Background: an optimization exercise with open tools, aiming at small area. Do not read the settings as production practice. Only simulation tests tie the RTL to the original design; equivalence was not proved. Power and IR drop assume default switching activity.

== north ==
==> flow/design.v (excerpt) <==
module spw_breaker (
    input             clk,
    input             rst,           
    input             cfg_we,
    input             cfg_re,
    input      [3:0]  cfg_addr,
    input      [31:0] cfg_wdata,
    output reg [31:0] cfg_rdata,
    input             en,            
    input             smp_valid,
    input      [11:0] smp_i,         
    output reg        trip,
    output     [1:0]  trip_cause,    
    output     [7:0]  trip_point,    
    output     [11:0] trip_i,        
    output            inrush_active
);
    function gt12(input [11:0] a, input [11:0] b);
        integer n;
        begin
            gt12 = 1'b0;
            for (n = 0; n < 12; n = n + 1)
                gt12 = (a[n] & ~b[n]) | ((a[n] | ~b[n]) & gt12);
        end
    endfunction
    function [3:0] dstep(input [2:0] r, input b);
        case ({r, b})
            4'b000_0: dstep = {1'b0, 3'd0};
            4'b000_1: dstep = {1'b0, 3'd1};
            4'b001_0: dstep = {1'b0, 3'd2};
            4'b001_1: dstep = {1'b0, 3'd3};
            4'b010_0: dstep = {1'b0, 3'd4};
            4'b010_1: dstep = {1'b1, 3'd0};
  ...
Size: about 2900 cells after synthesis, ~620 flip-flops, roughly 110 I/O pins, ~28000 sq um of cells after synthesis.
Settings: LEC_CHECK=0, CAP_MARGIN=20, CORE_MARGIN=2, CORE_UTILIZATION=60, PLACE_DENSITY=0.68, SLEW_MARGIN=20; clock period 14.0 ns.
standard.sh (not shown) runs the stock make flow with config.mk's settings and CLKGATE_MAP_FILE= SYNTH_SCRIPT=/design/flow/synth_recipe.tcl, a recipe that flattens the netlist after the stock synthesis.
==> flow/flow/run.sh <==
#!/bin/bash
# Own layout flow: the standard synthesis with an area-oriented ABC mapping of
# the combinational logic (registers are mapped before ABC and stay as the
# standard synthesis makes them), then the standard layout steps with
# smaller port buffers and a clock tree without dummy loads.
set -euo pipefail
W=$(pwd)
F=$W/flow

# ---- synthesis
cat > $W/own_synth.tcl <<EOF
proc abc {args} {
  set i [lsearch -exact \$args -script]
  if {\$i >= 0} { lset args [expr {\$i+1}] $F/abc_area.script }
  yosys abc {*}\$args
}
source $W/synth_recipe.tcl
EOF
make -C $FLOW_HOME DESIGN_CONFIG=$W/config.mk WORK_HOME=$W/orfs CLKGATE_MAP_FILE= \
  SYNTH_SCRIPT=$W/own_synth.tcl synth > $W/synth.log 2>&1

# ---- layout
export BUFFER_PORTS_ARGS="-buffer_cell sky130_fd_sc_hd__buf_1"
export CTS_ARGS="-sink_clustering_enable -repair_clock_nets -dont_use_dummy_load -buf_list {sky130_fd_sc_hd__clkbuf_4} -sink_clustering_size ${OWN_CLUSTER_SIZE:-10} -sink_clustering_max_diameter ${OWN_CLUSTER_DIAM:-35}"
bash $W/standard.sh > $W/layout.log 2>&1
==> flow/flow/abc_area.script <==
strash
dc2
dc2
dch -f
amap -m
topo
dnsize -c
Modified inputs, south compared to north
--- a/flow/flow/run.sh
+++ b/flow/flow/run.sh
@@ -22,4 +22,4 @@
 # ---- layout
 export BUFFER_PORTS_ARGS="-buffer_cell sky130_fd_sc_hd__buf_1"
-export CTS_ARGS="-sink_clustering_enable -repair_clock_nets -dont_use_dummy_load -buf_list {sky130_fd_sc_hd__clkbuf_4} -sink_clustering_size ${OWN_CLUSTER_SIZE:-10} -sink_clustering_max_diameter ${OWN_CLUSTER_DIAM:-35}"
+export CTS_ARGS="-sink_clustering_enable -repair_clock_nets -dont_use_dummy_load -buf_list {sky130_fd_sc_hd__clkbuf_4 sky130_fd_sc_hd__clkbuf_8} -sink_clustering_size ${OWN_CLUSTER_SIZE:-14} -sink_clustering_max_diameter ${OWN_CLUSTER_DIAM:-45}"
 bash $W/standard.sh > $W/layout.log 2>&1
Results
Fraction of power consumed by the clock network on south is up relative to north.
south against north; routed wire length is down slightly.
south vs. north: number of global-route vias before repair went down, total met2 wirelength after detailed routing went down, average detailed-routed wire length per instance went up.
When the final numbers for north and south were put side by side, the total chip power turned out to be greater in south.
Total track usage essentially unchanged between south and north.
Status: worst hold slack parity (south, north)
Going from north to south, required time of the critical path down 250 ps; sequential share of layout area down 0.28 points.
diff inputs: south => east
# south
export LEC_CHECK = 0
export CAP_MARGIN = 20
export CORE_MARGIN = 2
export CORE_UTILIZATION = 60
export PLACE_DENSITY = 0.68
export SLEW_MARGIN = 20
create_clock -name core_clock -period 14.0 [get_ports {clk}]
# east
export LEC_CHECK = 0
export CAP_MARGIN = 20
export CORE_MARGIN = 2
export CORE_UTILIZATION = 60
export GPL_TIMING_DRIVEN = 0
export PLACE_DENSITY = 0.68
export SLEW_MARGIN = 20
create_clock -name core_clock -period 14.0 [get_ports {clk}]
--- a/flow/flow/run.sh
+++ b/flow/flow/run.sh
@@ -22,4 +22,4 @@
 # ---- layout
 export BUFFER_PORTS_ARGS="-buffer_cell sky130_fd_sc_hd__buf_1"
-export CTS_ARGS="-sink_clustering_enable -repair_clock_nets -dont_use_dummy_load -buf_list {sky130_fd_sc_hd__clkbuf_4 sky130_fd_sc_hd__clkbuf_8} -sink_clustering_size ${OWN_CLUSTER_SIZE:-14} -sink_clustering_max_diameter ${OWN_CLUSTER_DIAM:-45}"
+export CTS_ARGS="-sink_clustering_enable -repair_clock_nets -dont_use_dummy_load -buf_list {sky130_fd_sc_hd__clkbuf_16} -sink_clustering_size ${OWN_CLUSTER_SIZE:-30} -sink_clustering_max_diameter ${OWN_CLUSTER_DIAM:-60}"
 bash $W/standard.sh > $W/layout.log 2>&1
Findings:
Final weighted congestion in routability-driven placement for east: 5.0% down relative to south
From south to east the numbers moved as follows: buffer count excluding the clock tree in the final layout went down; global routing usage on met3 fell 1.7 points; non-filler instance count after layout decreased 36.
~same total number of vias in south and east
Looking at all-layer global routing usage across south and east, the one that comes out higher is south.
The following lists how west was set up differently from east:
# east
export LEC_CHECK = 0
export CAP_MARGIN = 20
export CORE_MARGIN = 2
export CORE_UTILIZATION = 60
export GPL_TIMING_DRIVEN = 0
export PLACE_DENSITY = 0.68
export SLEW_MARGIN = 20
create_clock -name core_clock -period 14.0 [get_ports {clk}]
# west
export LEC_CHECK = 0
export CAP_MARGIN = 20
export CORE_MARGIN = 2
export CORE_UTILIZATION = 65
export PLACE_DENSITY = 0.72
export SLEW_MARGIN = 20
create_clock -name core_clock -period 14.0 [get_ports {clk}]
--- a/flow/flow/run.sh
+++ b/flow/flow/run.sh
@@ -22,4 +22,4 @@
 # ---- layout
 export BUFFER_PORTS_ARGS="-buffer_cell sky130_fd_sc_hd__buf_1"
-export CTS_ARGS="-sink_clustering_enable -repair_clock_nets -dont_use_dummy_load -buf_list {sky130_fd_sc_hd__clkbuf_16} -sink_clustering_size ${OWN_CLUSTER_SIZE:-30} -sink_clustering_max_diameter ${OWN_CLUSTER_DIAM:-60}"
+export CTS_ARGS="-sink_clustering_enable -repair_clock_nets -dont_use_dummy_load -buf_list {sky130_fd_sc_hd__clkbuf_4 sky130_fd_sc_hd__clkbuf_8} -sink_clustering_size ${OWN_CLUSTER_SIZE:-20} -sink_clustering_max_diameter ${OWN_CLUSTER_DIAM:-50}"
 bash $W/standard.sh > $W/layout.log 2>&1
Findings:
In west, detailed-route via count is higher than in east.
Of west and east, the run reporting the lower post-detailed-route wirelength per cell was east.
Overall power after layout, west and east, higher one = east.
Power density of the placed cells, west and east, higher one = east.
Between east and west, the flow reports count of fill cells added during filler insertion decreasing by a little under 10%.
Looking at footprint of the multi-input gates, west sits 1.1% lower than east does.
> inputs changed (west -> middle)
# west
export LEC_CHECK = 0
export CAP_MARGIN = 20
export CORE_MARGIN = 2
export CORE_UTILIZATION = 65
export PLACE_DENSITY = 0.72
export SLEW_MARGIN = 20
create_clock -name core_clock -period 14.0 [get_ports {clk}]
# middle
export LEC_CHECK = 0
export CAP_MARGIN = 20
export CORE_MARGIN = 2
export CORE_UTILIZATION = 55
export PLACE_DENSITY = 0.65
export SLEW_MARGIN = 20
create_clock -name core_clock -period 14.0 [get_ports {clk}]
--- a/flow/flow/run.sh
+++ b/flow/flow/run.sh
@@ -22,4 +22,4 @@
 # ---- layout
 export BUFFER_PORTS_ARGS="-buffer_cell sky130_fd_sc_hd__buf_1"
-export CTS_ARGS="-sink_clustering_enable -repair_clock_nets -dont_use_dummy_load -buf_list {sky130_fd_sc_hd__clkbuf_4 sky130_fd_sc_hd__clkbuf_8} -sink_clustering_size ${OWN_CLUSTER_SIZE:-20} -sink_clustering_max_diameter ${OWN_CLUSTER_DIAM:-50}"
+export CTS_ARGS="-sink_clustering_enable -repair_clock_nets -dont_use_dummy_load -buf_list {sky130_fd_sc_hd__clkbuf_8} -sink_clustering_size ${OWN_CLUSTER_SIZE:-16} -sink_clustering_max_diameter ${OWN_CLUSTER_DIAM:-40}"
 bash $W/standard.sh > $W/layout.log 2>&1
[summary]
- Maximum vdd drop went down by more than a quarter going from west to middle.
- Uppermost signal routing layer after detailed routing: met4 -> middle, met5 -> west
- Number of cells on the worst reg-to-reg path down 3.4% in middle wrt west
- Delta (middle minus west): routed via count fell by 396, number of search-and-repair iterations in the first detailed-routing pass fell by 2, time the worst path needs with I/O delays and setup fell by 210 ps.

==> afterwards: timing with drivers on the ports <==
The results above use ideal ports. As a check the final layouts listed here were re-extracted and re-timed, cells and wires unchanged. Step 1 sets driving cells, clkbuf_16 on the clock port and buf_2 on the other inputs (assumed; they add their load-dependent delay and slew). Step 2 moves the port delays by t, midway between the first and last clock arrival at a register: inputs arrive t later, outputs are due t later. That takes back most of the time a late clock gives input paths. Slacks: no drivers / after step 1 / after step 2; pairs: no drivers / after step 1.
| run | shift t [ns] | setup slack, ns | worst hold slack (ns) | pins driven straight from the clock port |
|---|---|---|---|---|
| north | 0.976 | 1.731 / 1.752 / 0.777 | 0.381 / 0.381 / 0.381 | 1 |
| south | 0.718 | 1.505 / 1.525 / 0.808 | 0.379 / 0.379 / 0.379 | 1 |
| east | 0.654 | 1.237 / 1.272 / 0.618 | 0.382 / 0.382 / 0.382 | 1 |
| west | 0.728 | 1.407 / 1.426 / 0.697 | 0.401 / 0.401 / 0.401 | 1 |
| middle | 0.715 | 1.620 / 1.655 / 0.940 | 0.390 / 0.390 / 0.390 | 1 |
After both steps setup and hold are still met in every run listed. The setup slack of north, which loses most, moves by +0.021 ns with the drivers and by -0.954 ns with both steps.
